This design comes from an exercise in tuning for small area, a short achievable clock period and few clock cycles per item on the open sky130 flow, not from production work. At most, simulation tests tie the RTL to the original design; equivalence was not proved.

==> inputs of exp/willow <==
Design aes256_core, start of the top module:
module aes256_core (
  input  wire         clk,
  input  wire         rst,         
  input  wire         in_valid,
  output wire         in_ready,
  input  wire [255:0] in_key,
  input  wire [127:0] in_block,
  output wire         out_valid,
  input  wire         out_ready,
  output wire [127:0] out_block
);
  genvar i;
  reg [127:0] s0;
  reg [127:0] k0p;         
  reg [127:0] k0c;         
  reg [3:0]   r0;
  reg         v0;          
  reg         p0;          
  reg         y0;          
  reg [127:0] s1;
  reg [127:0] k1p;
  reg [127:0] k1c;
  reg [31:0]  sw1;         
  reg [3:0]   r1;
  reg         v1;
  reg         p1;
  reg         y1;
  reg         ov;
  reg [127:0] ob;
  reg         ir;
  assign in_ready  = ir;
  assign out_valid = ov;
  assign out_block = ob;
  wire [127:0] sb;
  generate
    for (i = 0; i < 16; i = i + 1) begin : g_sub
      aes256_sbox u_sbox (.x(s0[127-8*i -: 8]), .y(sb[127-8*i -: 8]));
    end
  endgenerate
  wire [127:0] sr;
  generate
    for (i = 0; i < 16; i = i + 1) begin : g_shift
      localparam integer C = i / 4;
      localparam integer R = i % 4;
      localparam integer SRC = ((C + R) % 4) * 4 + R;
      assign sr[127-8*i -: 8] = sb[127-8*SRC -: 8];
    end
  endgenerate
  wire [31:0] sub_out;
  generate
    for (i = 0; i < 4; i = i + 1) begin : g_ksub
      aes256_sbox u_sbox (.x(k0c[31-8*i -: 8]), .y(sub_out[31-8*i -: 8]));
    end
  endgenerate
  always @(posedge clk) begin
    s1  <= sr;
    k1p <= k0p;
    k1c <= k0c;
    sw1 <= sub_out;
    r1  <= r0;
  end
  function [7:0] xtime(input [7:0] b);
    xtime = {b[6:0], 1'b0} ^ (b[7] ? 8'h1b : 8'h00);
  endfunction
  wire [127:0] mc;
  generate
    for (i = 0; i < 4; i = i + 1) begin : g_mix
  ...
==> flow/config.mk <==
export PLATFORM = sky130hd
export DESIGN_NAME = aes256_core
export DESIGN_NICKNAME = aes256_core
export VERILOG_FILES = /design/flow/design.v
export SDC_FILE = /design/flow/constraint.sdc
export NUM_CORES = 4
export LEC_CHECK = 0
export ABC_AREA = 1
export CAP_MARGIN = 20
export CELL_PAD_IN_SITES_DETAIL_PLACEMENT = 2
export CELL_PAD_IN_SITES_GLOBAL_PLACEMENT = 4
export CORE_MARGIN = 2
export CORE_UTILIZATION = 40
export PLACE_DENSITY = 0.55
export SETUP_SLACK_MARGIN = 4.8
export SLEW_MARGIN = 20
==> flow/constraint.sdc <==
create_clock -name core_clock -period 8.0 [get_ports {clk}]
set_input_delay 1.6000 -clock core_clock [delete_from_list [all_inputs] [get_ports {clk}]]
set_output_delay 1.6000 -clock core_clock [all_outputs]
set_load 0.01 [all_outputs]
run.sh (not shown) runs the stock make flow with config.mk's settings and CLKGATE_MAP_FILE= SYNTH_SCRIPT=/design/flow/synth_recipe.tcl, a recipe that flattens the netlist after the stock synthesis.
==> inputs of exp/onyx, as changes to exp/willow <==
CELL_PAD_IN_SITES_DETAIL_PLACEMENT = 1   (was 2)
CELL_PAD_IN_SITES_GLOBAL_PLACEMENT = 1   (was 4)
PLACE_DENSITY = 0.6   (was 0.55)
==> impl_metrics.csv <==
group,metric,value,unit
status,status,"aborted with a tool error",
status,stop_stage,"3_1_place_gp_skip_io",
status,tool.error,"[ERROR GPL-0301] Utilization 116.982 % exceeds 100%.",
die,die_y,423,um
die,start_util,0.403,
die,die_x,423,um
yosys,netlist_area,70100,um^2
yosys,postSynthAreaPerCell,6.19,um^2
yosys,synthCells,11300,
yosys,synth_nets,11800,
yosys,ys_ff_latch,944,
yosys,synth_top_area_frac,0.272,
yosys,yosys.area_share.simple,0.417,
yosys,ys_types,49,
yosys,netlist_top_cells_count,"5086 x nand2_1, 1055 x nand3_1, 944 x dfxtp_1, 817 x xor2_1, 800 x inv_1",
Source of the figures above: exp/willow

==> impl_metrics.csv <==
group,metric,value,unit
die,die_y,423,um
yosys,synth_top_area_frac,0.272,
die,die_x,423,um
die,start_util,0.403,
yosys,netlist_area,70100,um^2
status,status,"complete, no violations",
die,tap_cells,2325,
yosys,yosys.area_share.simple,0.417,
yosys,ys_types,49,
yosys,synthCells,11300,
yosys,postSynthAreaPerCell,6.19,um^2
yosys,synth_nets,11800,
setup_path,crit_end,"s1[121]",
Source of the figures above: exp/onyx

No run of this note included a check of the RTL's function; only the layout flow was run.

==> 11-12 <==
aes256_core, a different RTL version from the one above (not shown whole).
==> module aes256_core, before the edit <==
module aes256_core (
  input  wire         clk,
  input  wire         rst,         
  input  wire         in_valid,
  output wire         in_ready,
  input  wire [255:0] in_key,
  input  wire [127:0] in_block,
  output wire         out_valid,
  input  wire         out_ready,
  output wire [127:0] out_block
);
  genvar i;
  reg [127:0] s0;
  reg [127:0] k0p;         
  reg [127:0] k0c;         
  reg [3:0]   r0;
  reg         v0;          
  reg         p0;          
  reg         y0;          
  reg [127:0] s1;
  reg [127:0] k1p;
  reg [127:0] k1c;
  reg [31:0]  sw1;         
  reg [3:0]   r1;
  reg         v1;
  reg         p1;
  reg         y1;
  reg         ov;
  reg [127:0] ob;
  reg         ir;
  assign in_ready  = ir;
  assign out_valid = ov;
  assign out_block = ob;
  wire [127:0] sb;
  generate
    for (i = 0; i < 16; i = i + 1) begin : g_sub
      aes256_sbox u_sbox (.x(s0[127-8*i -: 8]), .y(sb[127-8*i -: 8]));
    end
  endgenerate
  wire [127:0] sr;
  generate
    for (i = 0; i < 16; i = i + 1) begin : g_shift
      localparam integer C = i / 4;
      localparam integer R = i % 4;
      localparam integer SRC = ((C + R) % 4) * 4 + R;
      assign sr[127-8*i -: 8] = sb[127-8*SRC -: 8];
    end
  endgenerate
  wire [31:0] sub_out;
  generate
    for (i = 0; i < 4; i = i + 1) begin : g_ksub
      aes256_sbox u_sbox (.x(k0c[31-8*i -: 8]), .y(sub_out[31-8*i -: 8]));
    end
  endgenerate
  always @(posedge clk) begin
    s1  <= sr;
    k1p <= k0p;
    k1c <= k0c;
    sw1 <= sub_out;
    r1  <= r0;
  end
  function [7:0] xtime(input [7:0] b);
    xtime = {b[6:0], 1'b0} ^ (b[7] ? 8'h1b : 8'h00);
  endfunction
  wire [127:0] mc;
  generate
    for (i = 0; i < 4; i = i + 1) begin : g_mix
      wire [7:0] a0 = s1[127-32*i -: 8];
      wire [7:0] a1 = s1[119-32*i -: 8];
      wire [7:0] a2 = s1[111-32*i -: 8];
      wire [7:0] a3 = s1[103-32*i -: 8];
      assign mc[127-32*i -: 8] = xtime(a0) ^ (xtime(a1) ^ a1) ^ a2 ^ a3;
      assign mc[119-32*i -: 8] = a0 ^ xtime(a1) ^ (xtime(a2) ^ a2) ^ a3;
      assign mc[111-32*i -: 8] = a0 ^ a1 ^ xtime(a2) ^ (xtime(a3) ^ a3);
      assign mc[103-32*i -: 8] = (xtime(a0) ^ a0) ^ a1 ^ a2 ^ xtime(a3);
    end
  endgenerate
  wire         last      = (r1 == 4'd14);
  wire [127:0] round_out = (last ? s1 : mc) ^ k1c;
  reg [7:0] rcon;
  always @* begin
    case (r1)
      4'd1:  rcon = 8'h01;
      4'd3:  rcon = 8'h02;
      4'd5:  rcon = 8'h04;
      4'd7:  rcon = 8'h08;
      4'd9:  rcon = 8'h10;
      4'd11: rcon = 8'h20;
      4'd13: rcon = 8'h40;
      default: rcon = 8'h00;
    endcase
  end
  wire        j_even = r1[0];
  wire [31:0] temp   = j_even ? ({sw1[23:0], sw1[31:24]} ^ {rcon, 24'h000000}) : sw1;
  wire [31:0] nw0 = k1p[127:96] ^ temp;
  wire [31:0] nw1 = k1p[95:64]  ^ nw0;
  wire [31:0] nw2 = k1p[63:32]  ^ nw1;
  wire [31:0] nw3 = k1p[31:0]   ^ nw2;
  wire [127:0] rk_next = {nw0, nw1, nw2, nw3};
  wire fin     = v1 && last;
  wire can_out = !ov && (!p0 || (p1 && !y1));
  wire to_out  = (fin || p1) && can_out;
  wire park    = (fin || p1) && !can_out;
  wire ov_n    = to_out || (ov && !out_ready);
  wire p0_n    = !ir && park;
  wire y1_n    = y0 && !to_out;
  wire can_out_n = !ov_n && (!p0_n || (p0 && !y1_n));
  wire ir_n    = (!v0 && !p0) || ((p0 || (v0 && r0 == 4'd14)) && can_out_n);
  always @(posedge clk) begin
    if (rst) begin
      v0 <= 1'b0;
      v1 <= 1'b0;
      p0 <= 1'b0;
      p1 <= 1'b0;
      y0 <= 1'b0;
      y1 <= 1'b0;
      ov <= 1'b0;
      ir <= 1'b1;
    end else begin
      v1 <= v0;
      p1 <= p0;
      y1 <= y1_n;
      v0 <= ir ? in_valid : (v1 && !last);
      p0 <= p0_n;
      y0 <= p0_n && (fin ? p0 : y1);
      ov <= ov_n;
      ir <= ir_n;
    end
  end
  always @(posedge clk) begin
    if (ir) begin
      s0  <= in_block ^ in_key[255:128];
      k0p <= in_key[255:128];
      k0c <= in_key[127:0];
      r0  <= 4'd1;
    end else begin
      s0  <= round_out;
      k0p <= k1c;
      k0c <= park ? (p1 ? k1c : round_out) : rk_next;
      r0  <= r1 + 4'd1;
    end
    ob <= to_out ? (p1 ? k1c : round_out) : (ob & {128{ov}});
  end
endmodule
==> flow/config.mk <==
export PLATFORM = sky130hd
export DESIGN_NAME = aes256_core
export DESIGN_NICKNAME = aes256_core
export VERILOG_FILES = /design/flow/design.v
export SDC_FILE = /design/flow/constraint.sdc
export NUM_CORES = 4
export LEC_CHECK = 0
export ABC_AREA = 1
export CAP_MARGIN = 20
export CELL_PAD_IN_SITES_DETAIL_PLACEMENT = 1
export CELL_PAD_IN_SITES_GLOBAL_PLACEMENT = 1
export CORE_MARGIN = 2
export CORE_UTILIZATION = 40
export PLACE_DENSITY = 0.6
export SETUP_SLACK_MARGIN = 4.7
export SLEW_MARGIN = 20
==> flow/constraint.sdc <==
create_clock -name core_clock -period 8.0 [get_ports {clk}]
set_input_delay 1.6000 -clock core_clock [delete_from_list [all_inputs] [get_ports {clk}]]
set_output_delay 1.6000 -clock core_clock [all_outputs]
set_load 0.01 [all_outputs]
==> inputs of 07-14, as changes to 11-12 <==
--- a/flow/design.v
+++ b/flow/design.v
@@ -264,6 +264,176 @@
     endcase
   end
 endmodule
+module aes256_sbox_a (
+  input  wire [7:0] x,
+  output wire [3:0] m
+);
+  wire T1, T2, T3, T4, T5, T6, T7, T8, T9, T10, T11, T12, T13, T14, T15, T16, T17, T18, T19, T20, T21, T22, T23, T24, T25, T26, T27, M1, M2, M3, M4, M5, M6, M7, M8, M9, M10, M11, M12, M13, M14, M15, M16, M17, M18, M19, M20, M21, M22, M23, M24, M25, M26, M27, M28, M29, M30, M31, M32, M33, M34, M35, M36, M37, M38, M39, M40;
+  wire U0 = x[7], U1 = x[6], U2 = x[5], U3 = x[4], U4 = x[3], U5 = x[2], U6 = x[1], U7 = x[0];
+  assign T1 = U0 ^ U3;
+  assign T2 = U0 ^ U5;
+  assign T3 = U0 ^ U6;
+  assign T4 = U3 ^ U5;
+  assign T5 = U4 ^ U6;
+  assign T6 = T1 ^ T5;
+  assign T7 = U1 ^ U2;
+  assign T8 = U7 ^ T6;
+  assign T9 = U7 ^ T7;
+  assign T10 = T6 ^ T7;
+  assign T11 = U1 ^ U5;
+  assign T12 = U2 ^ U5;
+  assign T13 = T3 ^ T4;
+  assign T14 = T6 ^ T11;
+  assign T15 = T5 ^ T11;
+  assign T16 = T5 ^ T12;
+  assign T17 = T9 ^ T16;
+  assign T18 = U3 ^ U7;
+  assign T19 = T7 ^ T18;
+  assign T20 = T1 ^ T19;
+  assign T21 = U6 ^ U7;
+  assign T22 = T7 ^ T21;
+  assign T23 = T2 ^ T22;
+  assign T24 = T2 ^ T10;
+  assign T25 = T20 ^ T17;
+  assign T26 = T3 ^ T16;
+  assign T27 = T1 ^ T12;
+  assign M1 = T13 & T6;
+  assign M2 = T23 & T8;
+  assign M3 = T14 ^ M1;
+  assign M4 = T19 & U7;
+  assign M5 = M4 ^ M1;
+  assign M6 = T3 & T16;
+  assign M7 = T22 & T9;
+  assign M8 = T26 ^ M6;
+  assign M9 = T20 & T17;
+  assign M10 = M9 ^ M6;
+  assign M11 = T1 & T15;
+  assign M12 = T4 & T27;
+  assign M13 = M12 ^ M11;
+  assign M14 = T2 & T10;
+  assign M15 = M14 ^ M11;
+  assign M16 = M3 ^ M2;
+  assign M17 = M5 ^ T24;
+  assign M18 = M8 ^ M7;
+  assign M19 = M10 ^ M15;
+  assign M20 = M16 ^ M13;
+  assign M21 = M17 ^ M15;
+  assign M22 = M18 ^ M13;
+  assign M23 = M19 ^ T25;
+  assign M24 = M22 ^ M23;
+  assign M25 = M22 & M20;
+  assign M26 = M21 ^ M25;
+  assign M27 = M20 ^ M21;
+  assign M28 = M23 ^ M25;
+  assign M29 = M28 & M27;
+  assign M30 = M26 & M24;
+  assign M31 = M20 & M23;
+  assign M32 = M27 & M31;
+  assign M33 = M27 ^ M25;
+  assign M34 = M21 & M22;
+  assign M35 = M24 & M34;
+  assign M36 = M24 ^ M25;
+  assign M37 = M21 ^ M29;
+  assign M38 = M32 ^ M33;
+  assign M39 = M23 ^ M30;
+  assign M40 = M35 ^ M36;
+  assign m = {M37, M38, M39, M40};
+endmodule
+module aes256_sbox_b (
+  input  wire [7:0] x,
+  input  wire [3:0] m,
+  output wire [7:0] y
+);
+  wire M37, M38, M39, M40;
+  wire T1, T2, T3, T4, T5, T6, T7, T8, T9, T10, T11, T12, T13, T15, T16, T17, T18, T19, T20, T21, T22, T23, T27, M41, M42, M43, M44, M45, M46, M47, M48, M49, M50, M51, M52, M53, M54, M55, M56, M57, M58, M59, M60, M61, M62, M63, L0, L1, L2, L3, L4, L5, L6, L7, L8, L9, L10, L11, L12, L13, L14, L15, L16, L17, L18, L19, L20, L21, L22, L23, L24, L25, L26, L27, L28, L29, S0, S1, S2, S3, S4, S5, S6, S7;
+  wire U0 = x[7], U1 = x[6], U2 = x[5], U3 = x[4], U4 = x[3], U5 = x[2], U6 = x[1], U7 = x[0];
+  assign {M37, M38, M39, M40} = m;
+  assign T1 = U0 ^ U3;
+  assign T2 = U0 ^ U5;
+  assign T3 = U0 ^ U6;
+  assign T4 = U3 ^ U5;
+  assign T5 = U4 ^ U6;
+  assign T6 = T1 ^ T5;
+  assign T7 = U1 ^ U2;
+  assign T8 = U7 ^ T6;
+  assign T9 = U7 ^ T7;
+  assign T10 = T6 ^ T7;
+  assign T11 = U1 ^ U5;
+  assign T12 = U2 ^ U5;
+  assign T13 = T3 ^ T4;
+  assign T15 = T5 ^ T11;
+  assign T16 = T5 ^ T12;
+  assign T17 = T9 ^ T16;
+  assign T18 = U3 ^ U7;
+  assign T19 = T7 ^ T18;
+  assign T20 = T1 ^ T19;
+  assign T21 = U6 ^ U7;
+  assign T22 = T7 ^ T21;
+  assign T23 = T2 ^ T22;
+  assign T27 = T1 ^ T12;
+  assign M41 = M38 ^ M40;
+  assign M42 = M37 ^ M39;
+  assign M43 = M37 ^ M38;
+  assign M44 = M39 ^ M40;
+  assign M45 = M42 ^ M41;
+  assign M46 = M44 & T6;
+  assign M47 = M40 & T8;
+  assign M48 = M39 & U7;
+  assign M49 = M43 & T16;
+  assign M50 = M38 & T9;
+  assign M51 = M37 & T17;
+  assign M52 = M42 & T15;
+  assign M53 = M45 & T27;
+  assign M54 = M41 & T10;
+  assign M55 = M44 & T13;
+  assign M56 = M40 & T23;
+  assign M57 = M39 & T19;
+  assign M58 = M43 & T3;
+  assign M59 = M38 & T22;
+  assign M60 = M37 & T20;
+  assign M61 = M42 & T1;
+  assign M62 = M45 & T4;
+  assign M63 = M41 & T2;
+  assign L0 = M61 ^ M62;
+  assign L1 = M50 ^ M56;
+  assign L2 = M46 ^ M48;
+  assign L3 = M47 ^ M55;
+  assign L4 = M54 ^ M58;
+  assign L5 = M49 ^ M61;
+  assign L6 = M62 ^ L5;
+  assign L7 = M46 ^ L3;
+  assign L8 = M51 ^ M59;
+  assign L9 = M52 ^ M53;
+  assign L10 = M53 ^ L4;
+  assign L11 = M60 ^ L2;
+  assign L12 = M48 ^ M51;
+  assign L13 = M50 ^ L0;
+  assign L14 = M52 ^ M61;
+  assign L15 = M55 ^ L1;
+  assign L16 = M56 ^ L0;
+  assign L17 = M57 ^ L1;
+  assign L18 = M58 ^ L8;
+  assign L19 = M63 ^ L4;
+  assign L20 = L0 ^ L1;
+  assign L21 = L1 ^ L7;
+  assign L22 = L3 ^ L12;
+  assign L23 = L18 ^ L2;
+  assign L24 = L15 ^ L9;
+  assign L25 = L6 ^ L10;
+  assign L26 = L7 ^ L9;
+  assign L27 = L8 ^ L10;
+  assign L28 = L11 ^ L14;
+  assign L29 = L11 ^ L17;
+  assign S0 = L6 ^ L24;
+  assign S1 = ~(L16 ^ L26);
+  assign S2 = ~(L19 ^ L28);
+  assign S3 = L6 ^ L21;
+  assign S4 = L20 ^ L22;
+  assign S5 = L25 ^ L29;
+  assign S6 = ~(L13 ^ L27);
+  assign S7 = ~(L6 ^ L23);
+  assign y = {S0, S1, S2, S3, S4, S5, S6, S7};
+endmodule
 module aes256_core (
   input  wire         clk,
   input  wire         rst,         
@@ -286,7 +456,7 @@
   reg [127:0] s1;
   reg [127:0] k1p;
   reg [127:0] k1c;
-  reg [31:0]  sw1;         
+  reg [15:0]  swm;         
   reg [3:0]   r1;
   reg         v1;
   reg         p1;
@@ -312,17 +482,17 @@
       assign sr[127-8*i -: 8] = sb[127-8*SRC -: 8];
     end
   endgenerate
-  wire [31:0] sub_out;
+  wire [15:0] sub_m;
   generate
     for (i = 0; i < 4; i = i + 1) begin : g_ksub
-      aes256_sbox u_sbox (.x(k0c[31-8*i -: 8]), .y(sub_out[31-8*i -: 8]));
+      aes256_sbox_a u_sbox (.x(k0c[31-8*i -: 8]), .m(sub_m[15-4*i -: 4]));
     end
   endgenerate
   always @(posedge clk) begin
     s1  <= sr;
     k1p <= k0p;
     k1c <= k0c;
-    sw1 <= sub_out;
+    swm <= sub_m;
     r1  <= r0;
   end
   function [7:0] xtime(input [7:0] b);
@@ -343,6 +513,14 @@
   endgenerate
   wire         last      = (r1 == 4'd14);
   wire [127:0] round_out = (last ? s1 : mc) ^ k1c;
+  wire [127:0] k0p_n     = ir ? in_key[255:128] : k1c;
+  wire [127:0] s0_n      = (ir ? in_block : (last ? s1 : mc)) ^ k0p_n;
+  wire [31:0] sw1;
+  generate
+    for (i = 0; i < 4; i = i + 1) begin : g_ksubb
+      aes256_sbox_b u_sbox (.x(k1c[31-8*i -: 8]), .m(swm[15-4*i -: 4]), .y(sw1[31-8*i -: 8]));
+    end
+  endgenerate
   reg [7:0] rcon;
   always @* begin
     case (r1)
@@ -358,10 +536,13 @@
   end
   wire        j_even = r1[0];
   wire [31:0] temp   = j_even ? ({sw1[23:0], sw1[31:24]} ^ {rcon, 24'h000000}) : sw1;
+  wire [31:0] q1  = k1p[127:96] ^ k1p[95:64];
+  wire [31:0] q2  = q1 ^ k1p[63:32];
+  wire [31:0] q3  = q2 ^ k1p[31:0];
   wire [31:0] nw0 = k1p[127:96] ^ temp;
-  wire [31:0] nw1 = k1p[95:64]  ^ nw0;
-  wire [31:0] nw2 = k1p[63:32]  ^ nw1;
-  wire [31:0] nw3 = k1p[31:0]   ^ nw2;
+  wire [31:0] nw1 = q1 ^ temp;
+  wire [31:0] nw2 = q2 ^ temp;
+  wire [31:0] nw3 = q3 ^ temp;
   wire [127:0] rk_next = {nw0, nw1, nw2, nw3};
   wire fin     = v1 && last;
   wire can_out = !ov && (!p0 || (p1 && !y1));
@@ -394,14 +575,12 @@
     end
   end
   always @(posedge clk) begin
+    s0  <= s0_n;
+    k0p <= k0p_n;
     if (ir) begin
-      s0  <= in_block ^ in_key[255:128];
-      k0p <= in_key[255:128];
       k0c <= in_key[127:0];
       r0  <= 4'd1;
     end else begin
-      s0  <= round_out;
-      k0p <= k1c;
       k0c <= park ? (p1 ? k1c : round_out) : rk_next;
       r0  <= r1 + 4'd1;
     end
--- a/flow/config.mk
+++ b/flow/config.mk
@@ -10,7 +10,8 @@
 export CELL_PAD_IN_SITES_DETAIL_PLACEMENT = 1
 export CELL_PAD_IN_SITES_GLOBAL_PLACEMENT = 1
 export CORE_MARGIN = 2
-export CORE_UTILIZATION = 40
-export PLACE_DENSITY = 0.6
-export SETUP_SLACK_MARGIN = 4.7
+export CORE_UTILIZATION = 45
+export CTS_CLUSTER_SIZE = 30
+export PLACE_DENSITY = 0.62
+export SETUP_SLACK_MARGIN = 5
 export SLEW_MARGIN = 20
==> inputs of 02-27, as changes to 11-12 <==
--- a/flow/design.v
+++ b/flow/design.v
@@ -312,17 +312,33 @@
       assign sr[127-8*i -: 8] = sb[127-8*SRC -: 8];
     end
   endgenerate
+  wire [31:0] last_w = k0c[31:0];
+  wire        j_even = r0[0];
+  wire [31:0] sub_in = j_even ? {last_w[23:0], last_w[31:24]} : last_w;
   wire [31:0] sub_out;
   generate
     for (i = 0; i < 4; i = i + 1) begin : g_ksub
-      aes256_sbox u_sbox (.x(k0c[31-8*i -: 8]), .y(sub_out[31-8*i -: 8]));
+      aes256_sbox u_sbox (.x(sub_in[31-8*i -: 8]), .y(sub_out[31-8*i -: 8]));
     end
   endgenerate
+  reg [7:0] rcon;
+  always @* begin
+    case (r0)
+      4'd1:  rcon = 8'h01;
+      4'd3:  rcon = 8'h02;
+      4'd5:  rcon = 8'h04;
+      4'd7:  rcon = 8'h08;
+      4'd9:  rcon = 8'h10;
+      4'd11: rcon = 8'h20;
+      4'd13: rcon = 8'h40;
+      default: rcon = 8'h00;
+    endcase
+  end
   always @(posedge clk) begin
     s1  <= sr;
     k1p <= k0p;
     k1c <= k0c;
-    sw1 <= sub_out;
+    sw1 <= sub_out ^ {rcon, 24'h000000};
     r1  <= r0;
   end
   function [7:0] xtime(input [7:0] b);
@@ -343,22 +359,7 @@
   endgenerate
   wire         last      = (r1 == 4'd14);
   wire [127:0] round_out = (last ? s1 : mc) ^ k1c;
-  reg [7:0] rcon;
-  always @* begin
-    case (r1)
-      4'd1:  rcon = 8'h01;
-      4'd3:  rcon = 8'h02;
-      4'd5:  rcon = 8'h04;
-      4'd7:  rcon = 8'h08;
-      4'd9:  rcon = 8'h10;
-      4'd11: rcon = 8'h20;
-      4'd13: rcon = 8'h40;
-      default: rcon = 8'h00;
-    endcase
-  end
-  wire        j_even = r1[0];
-  wire [31:0] temp   = j_even ? ({sw1[23:0], sw1[31:24]} ^ {rcon, 24'h000000}) : sw1;
-  wire [31:0] nw0 = k1p[127:96] ^ temp;
+  wire [31:0] nw0 = k1p[127:96] ^ sw1;
   wire [31:0] nw1 = k1p[95:64]  ^ nw0;
   wire [31:0] nw2 = k1p[63:32]  ^ nw1;
   wire [31:0] nw3 = k1p[31:0]   ^ nw2;
@@ -405,6 +406,7 @@
       k0c <= park ? (p1 ? k1c : round_out) : rk_next;
       r0  <= r1 + 4'd1;
     end
-    ob <= to_out ? (p1 ? k1c : round_out) : (ob & {128{ov}});
+    if (to_out)
+      ob <= p1 ? k1c : round_out;
   end
 endmodule
==> flow/config.mk (replaced) <==
export PLATFORM = sky130hd
export DESIGN_NAME = aes256_core
export DESIGN_NICKNAME = aes256_core
export VERILOG_FILES = /design/flow/design.v
export SDC_FILE = /design/flow/constraint.sdc
export NUM_CORES = 4
export LEC_CHECK = 0
export CAP_MARGIN = 20
export CELL_PAD_IN_SITES_DETAIL_PLACEMENT = 2
export CELL_PAD_IN_SITES_GLOBAL_PLACEMENT = 4
export CORE_MARGIN = 2
export CORE_UTILIZATION = 25
export PLACE_DENSITY = 0.4
export SETUP_SLACK_MARGIN = 5
export SLEW_MARGIN = 20
==> comparison <==
Cell count: 11-12 is larger than 02-27 (1.3%).
In 02-27 the utilization is lower than in 11-12, by 13 points.
Against 02-27, the count of clock-buffer cells in the layout of 11-12 is lower by 49.
Between 11-12 and 02-27, the lower worst setup slack is in 02-27 (gap 0.17 ns).
02-27 finished with timing, DRC and antenna clean. 07-14 ended with an error in global routing (5_1_grt) on GRT-0232. 11-12 completed with no timing, DRC or antenna violations.
==> figures <==
quantity                                                                 07-14             02-27             11-12
Status                                               aborted with a tool error  no timing/DRC/antenna violations  no timing/DRC/antenna violations
Stage where the flow stopped                          global routing (5_1_grt)                 -                 -
Hold Crit Endpoint                                                           -  k1p[102]$_DFF_P_  k1p[101]$_DFF_P_
Clock buf count                                                              -               195               146
Number of stages on the worst setup path                                     -                 1                15
End of the worst register-to-register path                                   -    sw1[3]$_DFF_P_    s1[98]$_DFF_P_
Post-detailed-route count of antenna-violating nets                          -                 0                 0
Starting density of the core                                             0.453             0.251             0.402
Crit. End Element                                                            -        output pin              flop
Testbench counts of 11-12, summed over its fixed seeds: cycles 7,208, items 512.
Testbench counts of 07-14, summed over its fixed seeds: cycles 7,208, items 512.
Only the layout flow was run in 02-27; the RTL was not checked for function there.

==> static timing again, ports no longer ideal <==
The flow's constraints put no driver on any port. The routed layouts listed below were extracted and timed again, unchanged, in two steps.
Step 1 assumes that a clkbuf_16 drives the clock port and a buf_2 every other input.
Step 2, shift: input delay + t, output delay - t, t = (earliest + latest rising clock arrival at the registers) / 2. This alone moves slack from input paths to output paths.
Slacks: no drivers / after step 1 / after step 2; pairs: no drivers / after step 1.
| run | t, ns | setup WS [ns] | clock arrival spread, ns | cell pins on the clock port's net |
|---|---|---|---|---|
| exp/onyx | 0.835 | 4.227 / 4.227 / 4.227 | 0.039 / 0.039 | 1 |
| 11-12 | 0.904 | 4.606 / 4.606 / 4.357 | 0.087 / 0.088 | 1 |
| 02-27 | 0.996 | 4.432 / 4.327 / 4.429 | 0.087 / 0.087 | 1 |
After both steps every run listed still meets setup and hold. For 11-12, which loses most, drivers alone change the setup slack by 0.000 ns; drivers and shift together by -0.249 ns.
